This is an optimization exercise on Yosys and OpenROAD, whose aim is small area and a short achievable clock period, not a production implementation. RTL that was checked went through simulation tests only; none was proved equivalent to the original. Power figures rest on the tool's default switching activity, not on a simulated workload.

==> run Z <==
Design arb_res, start of the top module:
module arb_res (
    input  wire        clk,
    input  wire        rst,
    input  wire        tick_i,
    input  wire        pause_i,
    input  wire        cmd_valid_i,
    input  wire        cmd_op_i,
    input  wire [5:0]  cmd_id_i,
    input  wire [15:0] cmd_lst_i,
    input  wire        cmd_nodl_i,
    input  wire        cmd_lock_i,
    input  wire        unlock_i,
    output wire        gnt_valid_o,
    output wire [5:0]  gnt_id_o,
    output wire        gnt_lock_o,
    output wire        gnt_miss_o,
    output wire [15:0] gnt_slack_o,
    output wire        locked_o,
    output wire        lock_over_o,
    output wire        lock_reject_o,
    output wire        rewrite_o,
    output wire [6:0]  sat_cnt_o,
    output wire [6:0]  shift_cnt_o,
    output wire [5:0]  ptr_o,
    output wire [15:0] now_o
);
==> flow/config.mk <==
export PLATFORM = sky130hd
export DESIGN_NAME = arb_res
export DESIGN_NICKNAME = arb_res
export VERILOG_FILES = /design/flow/design.v
export SDC_FILE = /design/flow/constraint.sdc
export NUM_CORES = 8
export LEC_CHECK = 0
export CAP_MARGIN = 20
export CORE_MARGIN = 2
export CORE_UTILIZATION = 60
export CTS_CLUSTER_DIAMETER = 80
export CTS_CLUSTER_SIZE = 24
export SLEW_MARGIN = 20
export SYNTH_HIERARCHICAL = 1
export TNS_END_PERCENT = 10
==> flow/constraint.sdc <==
create_clock -name core_clock -period 48.0 [get_ports {clk}]
set_input_delay 9.6000 -clock core_clock [delete_from_list [all_inputs] [get_ports {clk}]]
set_output_delay 9.6000 -clock core_clock [all_outputs]
set_load 0.01 [all_outputs]
standard.sh (not shown) runs the stock make flow with config.mk's settings and CLKGATE_MAP_FILE= SYNTH_SCRIPT=/design/flow/synth_recipe.tcl, a recipe that flattens the netlist after the stock synthesis.
==> flow/flow/run.sh <==
#!/bin/bash
# Layout flow: the standard ORFS flow (standard.sh) with two changes.
#  1. Synthesis maps the logic with our own ABC scripts instead of ORFS's:
#     the small modules named in flow/speed_modules.txt with abc_speed.script
#     (ORFS's own speed script), everything else with abc_area.script. It is
#     otherwise the standard synthesis (synth_recipe.tcl, with the
#     settings of config.mk), so the registers keep their names and cells.
#  2. Timing repair aims at the setup slack margins in flow/margin.txt (ns):
#     the first up to clock tree synthesis, the second after it (global
#     route), so that the critical paths are sized for a shorter period than
#     the 48 ns clock. The constraints (clock, I/O delays, loads) are the standard flow's.
#  3. The port buffers are buf_2 cells.
# Each tool's output goes to synth.log / layout_cts.log / layout.log here, and ORFS's own logs
# under orfs/logs.
set -euo pipefail
W=$(pwd)
F=$W/flow
G=$W/flow_gen
mkdir -p "$G"
read -r MARGIN MARGIN2 < "$F/margin.txt"
SPEED=$(tr '\n' ' ' < "$F/speed_modules.txt")

sed "s|log_cmd abc {\*}\$abc_args|log_cmd abc -script $F/abc_speed.script {*}[lrange \$abc_args 2 end] $SPEED\n  log_cmd abc -script $F/abc_area.script {*}[lrange \$abc_args 2 end]|" \
    "$FLOW_HOME/scripts/synth.tcl" > "$G/synth.tcl"
grep -q "abc -script $F/abc_area.script" "$G/synth.tcl"
sed "s|source \$::env(SCRIPTS_DIR)/synth.tcl|source $G/synth.tcl|" synth_recipe.tcl > "$G/synth_recipe.tcl"
grep -q "source $G/synth.tcl" "$G/synth_recipe.tcl"

make -C "$FLOW_HOME" DESIGN_CONFIG="$W/config.mk" WORK_HOME="$W/orfs" CLKGATE_MAP_FILE= \
    SYNTH_SCRIPT="$G/synth_recipe.tcl" synth > "$W/synth.log" 2>&1

# ports get buf_2 buffers (ORFS's buffer_ports otherwise picks a delay cell)
for M in "$MARGIN" "$MARGIN2"; do
    sed "s|\"\${@:-finish}\"|SETUP_SLACK_MARGIN=$M 'BUFFER_PORTS_ARGS=-buffer_cell sky130_fd_sc_hd__buf_2' \"\${@:-finish}\"|" \
        standard.sh > "$G/standard_$M.sh"
    grep -q "SETUP_SLACK_MARGIN=$M" "$G/standard_$M.sh"
done
bash "$G/standard_$MARGIN.sh" cts > "$W/layout_cts.log" 2>&1
bash "$G/standard_$MARGIN2.sh" > "$W/layout.log" 2>&1
==> flow/flow/abc_area.script <==
&get -n
&st
&dch -f
&nf -R 1000
&put
==> flow/flow/abc_speed.script <==
&get -n
&st
&dch
&nf
&st
&syn2
&if -g -K 6
&synch2
&nf
&st
&syn2
&if -g -K 6
&synch2
&nf
&st
&syn2
&if -g -K 6
&synch2
&nf
&st
&syn2
&if -g -K 6
&synch2
&nf
&st
&syn2
&if -g -K 6
&synch2
&nf
&put
buffer -c
topo
stime -c
upsize -c
dnsize -c
==> flow/flow/margin.txt <==
25 20
==> flow/flow/speed_modules.txt <==
arb_out
arb_vsel
arb_pre
==> inputs of run R, as changes to run Z <==
--- a/flow/design.v
+++ b/flow/design.v
@@ -92,13 +92,13 @@
     wire        new_v, rw_v;
     arb_vsel u_vsel (.cmd_valid(cmd_valid_i), .cmd_op(cmd_op_i), .cmd_id(cmd_id_i), .v(v_q),
         .new_v(new_v), .rw_v(rw_v));
     wire [15:0] kc;
     arb_ksub u_ksub (.lst(cmd_lst_i), .now(now_q), .kc(kc));
     wire        n_lt, n_eq;
-    arb_kcmp u_kcmp (.a({1'b0, cmd_nodl_i, kc}), .bz({l3_any, l3_z[WL-1:1]}), .lt(n_lt), .eq(n_eq));
+    arb_kcmp u_kcmp (.a({1'b0, cmd_nodl_i, kc}), .b({~l3_any, l3_min}), .lt(n_lt), .eq(n_eq));
     wire lock_end = lock_act_q & (lock_beat_q == 5'd31);
     wire held     = lock_act_q & ~lock_end;
     wire free     = ~pause_i & ~held;
     wire lk_ok    = cmd_id_i[5:2] == 4'b1011;
     wire new_w, tie;
     arb_out u_out (.new_v(new_v), .n_lt(n_lt), .n_eq(n_eq), .ties(ties), .rem(l2_rem),
@@ -303,48 +303,18 @@
             end
         end
     endgenerate
 endmodule
 module arb_kcmp (
     input  wire [17:0] a,
-    input  wire [17:0] bz,
+    input  wire [17:0] b,
     output wire        lt,
     output wire        eq
 );
-    wire [17:0] g0, e0;                   
-    genvar i;
-    generate
-        for (i = 0; i < 18; i = i + 1) begin : g_b
-            arb_nor2 u_g (.a(bz[i]), .b(a[i]), .y(g0[i]));
-            arb_xor2 u_e (.a(a[i]), .b(bz[i]), .y(e0[i]));
-        end
-    endgenerate
-    wire [7:0] g1, e1;
-    wire [3:0] g2, e2;
-    wire [1:0] g3, e3;
-    wire       g4, e4, gl, el;
-    generate
-        for (i = 0; i < 8; i = i + 1) begin : g_l1
-            arb_a21o u_g (.a1(e0[2*i+3]), .a2(g0[2*i+2]), .b1(g0[2*i+3]), .x(g1[i]));
-            arb_and2 u_e (.a(e0[2*i+3]), .b(e0[2*i+2]), .x(e1[i]));
-        end
-        for (i = 0; i < 4; i = i + 1) begin : g_l2
-            arb_a21o u_g (.a1(e1[2*i+1]), .a2(g1[2*i]), .b1(g1[2*i+1]), .x(g2[i]));
-            arb_and2 u_e (.a(e1[2*i+1]), .b(e1[2*i]), .x(e2[i]));
-        end
-        for (i = 0; i < 2; i = i + 1) begin : g_l3
-            arb_a21o u_g (.a1(e2[2*i+1]), .a2(g2[2*i]), .b1(g2[2*i+1]), .x(g3[i]));
-            arb_and2 u_e (.a(e2[2*i+1]), .b(e2[2*i]), .x(e3[i]));
-        end
-    endgenerate
-    arb_a21o u_g4 (.a1(e3[1]), .a2(g3[0]), .b1(g3[1]), .x(g4));
-    arb_and2 u_e4 (.a(e3[1]), .b(e3[0]), .x(e4));
-    arb_a21o u_gl (.a1(e0[1]), .a2(g0[0]), .b1(g0[1]), .x(gl));
-    arb_and2 u_el (.a(e0[1]), .b(e0[0]), .x(el));
-    arb_a21o u_lt (.a1(e4), .a2(gl), .b1(g4), .x(lt));
-    arb_and2 u_eq (.a(e4), .b(el), .x(eq));
+    assign lt = a < b;
+    assign eq = a == b;
 endmodule
 module arb_out (
     input  wire        new_v,
     input  wire        n_lt,                
     input  wire        n_eq,                
     input  wire        ties,                
==> flow/flow/speed_modules.txt (replaced) <==
arb_kcmp
arb_out
arb_vsel
arb_pre
==> inputs of run D, as changes to run Z <==
--- a/flow/design.v
+++ b/flow/design.v
@@ -48,23 +48,23 @@
         for (i = 0; i < N; i = i + 1) begin : g_lo
             assign lob[i] = (i >= ptr_q);
         end
     endgenerate
     reg  [63:0]     pc1_q;                
     reg  [7:0]      pcr_q;                
-    reg  [3:0]      rz_q;                 
-    localparam WR = WL - 4;               
+    reg  [1:0]      rz_q;                 
+    localparam WR = WL - 2;               
     wire [8*WR-1:0] l1_z;  wire [7:0] l1_any, l1_tie;  wire [63:0] l1_sel;  wire [23:0] l1_idx;
     wire [WR-1:0]   l2_z;  wire       l3_any, l3_tie;  wire [7:0]  l2_sel, l2_rem;
     wire [WL-1:0]   l3_z = {rz_q, l2_z};
     generate
         for (i = 0; i < 8; i = i + 1) begin : g_l1
             wire [8*WR-1:0] key;
             genvar j;
             for (j = 0; j < 8; j = j + 1) begin : g_k
-                assign key[j*WR +: WR] = {kb_q[8*i+j][12:0], lob[8*i+j]};
+                assign key[j*WR +: WR] = {kb_q[8*i+j][14:0], lob[8*i+j]};
             end
             arb_node u (.c0(v_q[8*i +: 8]), .cp(pc1_q[8*i +: 8]), .kb(key), .tie_in(8'b0),
                 .z(l1_z[WR*i +: WR]), .any(l1_any[i]), .sel(l1_sel[8*i +: 8]),
                 .idx(l1_idx[3*i +: 3]), .tie(l1_tie[i]));
         end
     endgenerate
@@ -92,13 +92,13 @@
     wire        new_v, rw_v;
     arb_vsel u_vsel (.cmd_valid(cmd_valid_i), .cmd_op(cmd_op_i), .cmd_id(cmd_id_i), .v(v_q),
         .new_v(new_v), .rw_v(rw_v));
     wire [15:0] kc;
     arb_ksub u_ksub (.lst(cmd_lst_i), .now(now_q), .kc(kc));
     wire        n_lt, n_eq;
-    arb_kcmp u_kcmp (.a({1'b0, cmd_nodl_i, kc}), .bz({l3_any, l3_z[WL-1:1]}), .lt(n_lt), .eq(n_eq));
+    arb_kcmp u_kcmp (.a({1'b0, cmd_nodl_i, kc}), .b({~l3_any, l3_min}), .lt(n_lt), .eq(n_eq));
     wire lock_end = lock_act_q & (lock_beat_q == 5'd31);
     wire held     = lock_act_q & ~lock_end;
     wire free     = ~pause_i & ~held;
     wire lk_ok    = cmd_id_i[5:2] == 4'b1011;
     wire new_w, tie;
     arb_out u_out (.new_v(new_v), .n_lt(n_lt), .n_eq(n_eq), .ties(ties), .rem(l2_rem),
@@ -118,26 +118,24 @@
     wire gs_any = gnt_valid_o & ~new_w;           
     wire gn     = gnt_valid_o &  new_w;           
     wire [15:0] kc_t  = dt ? kc - 16'd1 : kc;
     wire        sat_c = tick_i & ~kc_t[15] & (~kc_t[14] | (kc_t[13:0] == 14'd0));
     wire [15:0] kc_st = sat_c ? 16'd0 : kc_t;
     wire [N-1:0] chk;                     
-    wire [N-1:0] nx_v, nx_nb, nx_k, nx_k14, nx_k13;    
+    wire [N-1:0] nx_v, nx_nb, nx_k;       
     wire new_st = new_v & ~gn;            
     generate
         for (i = 0; i < N; i = i + 1) begin : g_slot
             wire [15:0] kb_nx;
             wire        s_nx, v_nx;
             arb_slot u (.kb(kb_q[i]), .s(s_q[i]), .v(v_q[i]), .hit(hit[i]), .gs(gs_any & sel[i]),
                 .new_st(new_st), .cmd_rw(cmd_rw), .dt(dt), .tick(tick_i), .kc_st(kc_st),
                 .sat_c(sat_c), .kb_nx(kb_nx), .s_nx(s_nx), .v_nx(v_nx), .chk(chk[i]));
             assign nx_v[i]  = v_nx;
             assign nx_nb[i] = (new_st & hit[i]) ? ~cmd_nodl_i : nb_q[i];
             assign nx_k[i]  = kb_nx[15];
-            assign nx_k14[i] = kb_nx[14];
-            assign nx_k13[i] = kb_nx[13];
             always @(posedge clk) begin
                 kb_q[i] <= kb_nx;
                 nb_q[i] <= nx_nb[i];
             end
             always @(posedge clk) begin
                 if (rst)
@@ -145,37 +143,37 @@
                 else
                     v_q[i] <= v_nx;
                 s_q[i] <= s_nx;
             end
         end
     endgenerate
-    wire [63:0] pc8_nx, pc1_nx;
-    wire [7:0]  z8h, z8l, z7h, z7l;
+    wire [63:0] pc1_nx;
+    wire [15:0] pz1_nx;
+    wire [7:0]  pcr_nx;
+    wire [1:0]  rz_nx;
     generate
         for (i = 0; i < 8; i = i + 1) begin : g_p1
-            arb_dstage u8 (.c(nx_v[8*i +: 8]), .hb(nx_nb[8*i +: 8]), .lb(nx_k[8*i +: 8]),
-                .zh(z8h[i]), .zl(z8l[i]), .cn(pc8_nx[8*i +: 8]));
-            arb_dstage u7 (.c(pc8_nx[8*i +: 8]), .hb(nx_k14[8*i +: 8]), .lb(nx_k13[8*i +: 8]),
-                .zh(z7h[i]), .zl(z7l[i]), .cn(pc1_nx[8*i +: 8]));
+            arb_dstage u (.c(nx_v[8*i +: 8]), .hb(nx_nb[8*i +: 8]), .lb(nx_k[8*i +: 8]),
+                .zh(pz1_nx[2*i+1]), .zl(pz1_nx[2*i]), .cn(pc1_nx[8*i +: 8]));
         end
     endgenerate
     wire [7:0] any_nx;
+    wire [7:0] pzh_nx, pzl_nx;
     generate
         for (i = 0; i < 8; i = i + 1) begin : g_pa
             assign any_nx[i] = |nx_v[8*i +: 8];
+            assign pzh_nx[i] = pz1_nx[2*i+1];
+            assign pzl_nx[i] = pz1_nx[2*i];
         end
     endgenerate
-    wire [7:0] pcr8_nx, pcr_nx;
-    wire [3:0] rz_nx;
-    arb_dstage u_pr8 (.c(any_nx), .hb(z8h), .lb(z8l), .zh(rz_nx[3]), .zl(rz_nx[2]), .cn(pcr8_nx));
-    arb_dstage u_pr7 (.c(pcr8_nx), .hb(z7h), .lb(z7l), .zh(rz_nx[1]), .zl(rz_nx[0]), .cn(pcr_nx));
+    arb_dstage u_pr (.c(any_nx), .hb(pzh_nx), .lb(pzl_nx), .zh(rz_nx[1]), .zl(rz_nx[0]), .cn(pcr_nx));
     always @(posedge clk) begin
         if (rst) begin
             pc1_q <= 64'd0;
             pcr_q <= 8'd0;
-            rz_q  <= 4'd0;
+            rz_q  <= 2'd0;
         end else begin
             pc1_q <= pc1_nx;
             pcr_q <= pcr_nx;
             rz_q  <= rz_nx;
         end
     end
@@ -260,91 +258,22 @@
 endmodule
 module arb_ksub (
     input  wire [15:0] lst,
     input  wire [15:0] now,
     output wire [15:0] kc
 );
-    wire [15:0] p;                        
-    wire [15:0] gk [0:4];                 
-    wire [15:0] pk [0:3];
-    genvar i, l;
-    generate
-        for (i = 0; i < 16; i = i + 1) begin : g_pg
-            arb_xnor2 u_p (.a(lst[i]), .b(now[i]), .y(p[i]));
-            if (i == 0) begin : g_c0                       
-                arb_nand2b u_g (.a_n(lst[0]), .b(now[0]), .y(gk[0][0]));
-            end else begin : g_g
-                arb_andn u_g (.a(lst[i]), .b(now[i]), .x(gk[0][i]));
-            end
-            assign pk[0][i] = p[i];
-        end
-        for (l = 0; l < 4; l = l + 1) begin : g_l
-            for (i = 0; i < 16; i = i + 1) begin : g_i
-                if (i >= (1 << l)) begin : g_m
-                    arb_a21o u_g (.a1(pk[l][i]), .a2(gk[l][i - (1 << l)]), .b1(gk[l][i]),
-                        .x(gk[l+1][i]));
-                    if (l < 3 && i >= (2 << l)) begin : g_p
-                        arb_and2 u_p (.a(pk[l][i]), .b(pk[l][i - (1 << l)]), .x(pk[l+1][i]));
-                    end else begin : g_np
-                        assign pk[l+1][i] = 1'b0;
-                    end
-                end else begin : g_pass
-                    assign gk[l+1][i] = gk[l][i];
-                    assign pk[l+1][i] = 1'b0;
-                end
-            end
-        end
-        for (i = 0; i < 16; i = i + 1) begin : g_s
-            if (i == 0) begin : g_s0
-                arb_xor2 u_s (.a(lst[0]), .b(now[0]), .y(kc[0]));
-            end else if (i == 15) begin : g_s15
-                arb_xnor2 u_s (.a(p[15]), .b(gk[4][14]), .y(kc[15]));
-            end else begin : g_si
-                arb_xor2 u_s (.a(p[i]), .b(gk[4][i-1]), .y(kc[i]));
-            end
-        end
-    endgenerate
+    assign kc = (lst - now) ^ 16'h8000;
 endmodule
 module arb_kcmp (
     input  wire [17:0] a,
-    input  wire [17:0] bz,
+    input  wire [17:0] b,
     output wire        lt,
     output wire        eq
 );
-    wire [17:0] g0, e0;                   
-    genvar i;
-    generate
-        for (i = 0; i < 18; i = i + 1) begin : g_b
-            arb_nor2 u_g (.a(bz[i]), .b(a[i]), .y(g0[i]));
-            arb_xor2 u_e (.a(a[i]), .b(bz[i]), .y(e0[i]));
-        end
-    endgenerate
-    wire [7:0] g1, e1;
-    wire [3:0] g2, e2;
-    wire [1:0] g3, e3;
-    wire       g4, e4, gl, el;
-    generate
-        for (i = 0; i < 8; i = i + 1) begin : g_l1
-            arb_a21o u_g (.a1(e0[2*i+3]), .a2(g0[2*i+2]), .b1(g0[2*i+3]), .x(g1[i]));
-            arb_and2 u_e (.a(e0[2*i+3]), .b(e0[2*i+2]), .x(e1[i]));
-        end
-        for (i = 0; i < 4; i = i + 1) begin : g_l2
-            arb_a21o u_g (.a1(e1[2*i+1]), .a2(g1[2*i]), .b1(g1[2*i+1]), .x(g2[i]));
-            arb_and2 u_e (.a(e1[2*i+1]), .b(e1[2*i]), .x(e2[i]));
-        end
-        for (i = 0; i < 2; i = i + 1) begin : g_l3
-            arb_a21o u_g (.a1(e2[2*i+1]), .a2(g2[2*i]), .b1(g2[2*i+1]), .x(g3[i]));
-            arb_and2 u_e (.a(e2[2*i+1]), .b(e2[2*i]), .x(e3[i]));
-        end
-    endgenerate
-    arb_a21o u_g4 (.a1(e3[1]), .a2(g3[0]), .b1(g3[1]), .x(g4));
-    arb_and2 u_e4 (.a(e3[1]), .b(e3[0]), .x(e4));
-    arb_a21o u_gl (.a1(e0[1]), .a2(g0[0]), .b1(g0[1]), .x(gl));
-    arb_and2 u_el (.a(e0[1]), .b(e0[0]), .x(el));
-    arb_a21o u_lt (.a1(e4), .a2(gl), .b1(g4), .x(lt));
-    arb_and2 u_eq (.a(e4), .b(el), .x(eq));
+    assign lt = a < b;
+    assign eq = a == b;
 endmodule
 module arb_out (
     input  wire        new_v,
     input  wire        n_lt,                
     input  wire        n_eq,                
     input  wire        ties,                
@@ -444,13 +373,13 @@
     always @* begin
         n = 7'd0;
         for (i = 0; i < 64; i = i + 1)
             n = n + {6'd0, x[i]};
     end
 endmodule
-module arb_node #(parameter WL = 14) (
+module arb_node #(parameter WL = 16) (
     input  wire [7:0]      c0,
     input  wire [7:0]      cp,                 
     input  wire [8*WL-1:0] kb,
     input  wire [7:0]      tie_in,
     output wire [WL-1:0]   z,
     output wire            any,
@@ -496,13 +425,13 @@
         for (k = 0; k < 8; k = k + 1)
             if (cm[k]) cnt = (cnt == 2'd0) ? 2'd1 : 2'd2;
     end
     assign tie = cnt[1] | |(sel & tie_in);
     assign any = |c0;
 endmodule
-module arb_root #(parameter WL = 14) (
+module arb_root #(parameter WL = 16) (
     input  wire [7:0]      c0,
     input  wire [7:0]      cp,                 
     input  wire [8*WL-1:0] kb,
     input  wire [7:0]      tie_in,
     output wire [WL-1:0]   z,
     output wire            any,
@@ -622,30 +551,12 @@
 module arb_nand3 (input wire a, input wire b, input wire c, output wire y);
     assign y = ~(a & b & c);
 endmodule
 module arb_nand4 (input wire a, input wire b, input wire c, input wire d, output wire y);
     assign y = ~(a & b & c & d);
 endmodule
-module arb_xor2 (input wire a, input wire b, output wire y);
-    assign y = a ^ b;
-endmodule
-module arb_xnor2 (input wire a, input wire b, output wire y);
-    assign y = ~(a ^ b);
-endmodule
-module arb_andn (input wire a, input wire b, output wire x);
-    assign x = a & ~b;
-endmodule
-module arb_and2 (input wire a, input wire b, output wire x);
-    assign x = a & b;
-endmodule
-module arb_a21o (input wire a1, input wire a2, input wire b1, output wire x);
-    assign x = (a1 & a2) | b1;
-endmodule
-module arb_nand2b (input wire a_n, input wire b, output wire y);
-    assign y = a_n | ~b;
-endmodule
 module arb_mux2 (input wire a0, input wire a1, input wire s, output wire x);
     assign x = s ? a1 : a0;
 endmodule
 module arb_nor2 (input wire a, input wire b, output wire y);
     assign y = ~(a | b);
 endmodule
==> flow/flow/speed_modules.txt (replaced) <==
arb_ksub
arb_kcmp
arb_out
arb_vsel
arb_pre
Settings changed: CTS_CLUSTER_DIAMETER 80 to 90, CTS_CLUSTER_SIZE 24 to 28.
==> inputs of run C, as changes to run Z <==
--- a/flow/design.v
+++ b/flow/design.v
@@ -92,13 +92,13 @@
     wire        new_v, rw_v;
     arb_vsel u_vsel (.cmd_valid(cmd_valid_i), .cmd_op(cmd_op_i), .cmd_id(cmd_id_i), .v(v_q),
         .new_v(new_v), .rw_v(rw_v));
     wire [15:0] kc;
     arb_ksub u_ksub (.lst(cmd_lst_i), .now(now_q), .kc(kc));
     wire        n_lt, n_eq;
-    arb_kcmp u_kcmp (.a({1'b0, cmd_nodl_i, kc}), .bz({l3_any, l3_z[WL-1:1]}), .lt(n_lt), .eq(n_eq));
+    arb_kcmp u_kcmp (.a({1'b0, cmd_nodl_i, kc}), .b({~l3_any, l3_min}), .lt(n_lt), .eq(n_eq));
     wire lock_end = lock_act_q & (lock_beat_q == 5'd31);
     wire held     = lock_act_q & ~lock_end;
     wire free     = ~pause_i & ~held;
     wire lk_ok    = cmd_id_i[5:2] == 4'b1011;
     wire new_w, tie;
     arb_out u_out (.new_v(new_v), .n_lt(n_lt), .n_eq(n_eq), .ties(ties), .rem(l2_rem),
@@ -303,48 +303,18 @@
             end
         end
     endgenerate
 endmodule
 module arb_kcmp (
     input  wire [17:0] a,
-    input  wire [17:0] bz,
+    input  wire [17:0] b,
     output wire        lt,
     output wire        eq
 );
-    wire [17:0] g0, e0;                   
-    genvar i;
-    generate
-        for (i = 0; i < 18; i = i + 1) begin : g_b
-            arb_nor2 u_g (.a(bz[i]), .b(a[i]), .y(g0[i]));
-            arb_xor2 u_e (.a(a[i]), .b(bz[i]), .y(e0[i]));
-        end
-    endgenerate
-    wire [7:0] g1, e1;
-    wire [3:0] g2, e2;
-    wire [1:0] g3, e3;
-    wire       g4, e4, gl, el;
-    generate
-        for (i = 0; i < 8; i = i + 1) begin : g_l1
-            arb_a21o u_g (.a1(e0[2*i+3]), .a2(g0[2*i+2]), .b1(g0[2*i+3]), .x(g1[i]));
-            arb_and2 u_e (.a(e0[2*i+3]), .b(e0[2*i+2]), .x(e1[i]));
-        end
-        for (i = 0; i < 4; i = i + 1) begin : g_l2
-            arb_a21o u_g (.a1(e1[2*i+1]), .a2(g1[2*i]), .b1(g1[2*i+1]), .x(g2[i]));
-            arb_and2 u_e (.a(e1[2*i+1]), .b(e1[2*i]), .x(e2[i]));
-        end
-        for (i = 0; i < 2; i = i + 1) begin : g_l3
-            arb_a21o u_g (.a1(e2[2*i+1]), .a2(g2[2*i]), .b1(g2[2*i+1]), .x(g3[i]));
-            arb_and2 u_e (.a(e2[2*i+1]), .b(e2[2*i]), .x(e3[i]));
-        end
-    endgenerate
-    arb_a21o u_g4 (.a1(e3[1]), .a2(g3[0]), .b1(g3[1]), .x(g4));
-    arb_and2 u_e4 (.a(e3[1]), .b(e3[0]), .x(e4));
-    arb_a21o u_gl (.a1(e0[1]), .a2(g0[0]), .b1(g0[1]), .x(gl));
-    arb_and2 u_el (.a(e0[1]), .b(e0[0]), .x(el));
-    arb_a21o u_lt (.a1(e4), .a2(gl), .b1(g4), .x(lt));
-    arb_and2 u_eq (.a(e4), .b(el), .x(eq));
+    assign lt = a < b;
+    assign eq = a == b;
 endmodule
 module arb_out (
     input  wire        new_v,
     input  wire        n_lt,                
     input  wire        n_eq,                
     input  wire        ties,                
==> flow/flow/margin.txt (replaced) <==
26 20
==> flow/flow/speed_modules.txt (replaced) <==
arb_kcmp
arb_out
arb_vsel
arb_pre
==> notes <==
Run Z completed with no timing, DRC or antenna violations. Run D produced a clean layout. Run C went through all stages and came out clean. Run R completed with no timing, DRC or antenna violations. Cell area, lowest first: run Z, run D, run R, run C. In synthesized cell count, run R and run D hardly differ. Combinational power: run R is larger than run D (about 4%). Maximum frequency: run C > run R > run Z > run D. The highest sequential share of layout area belongs to run Z, the lowest to run C. Critical path depth: run R > run D > run C > run Z.
For run Z and run D, only the layout was checked, not whether the RTL still works.

==> static timing again, ports no longer ideal <==
No port has a modelled driver above. Below, the same layouts with a new extraction and two added sets of constraints.
Step 1: set_driving_cell puts a clkbuf_16 on clk and a buf_2 on each other input, an assumption about the parent block.
Step 2, shift: input delay + t, output delay - t, t = (earliest + latest rising clock arrival at the registers) / 2. This alone moves slack from input paths to output paths.
a / b / c = ideal ports / drivers / drivers and shift; a / b = the first two.
| run | t (ns) | setup WS [ns] | slew at the worst register clock pin (ns) | worst data-port slew with drivers (ns) | pins driven straight from the clock port |
|---|---|---|---|---|---|
| run Z | 0.847 | 24.326 / 24.240 / 24.691 | 0.10 / 0.10 | 0.14 | 1 |
| run R | 0.845 | 24.480 / 24.388 / 24.665 | 0.10 / 0.10 | 0.33 | 1 |
| run D | 0.828 | 24.013 / 23.917 / 24.467 | 0.12 / 0.12 | 0.13 | 1 |
| run C | 0.848 | 24.759 / 24.669 / 24.839 | 0.11 / 0.11 | 0.31 | 1 |
After both steps setup and hold are still met in every run listed.
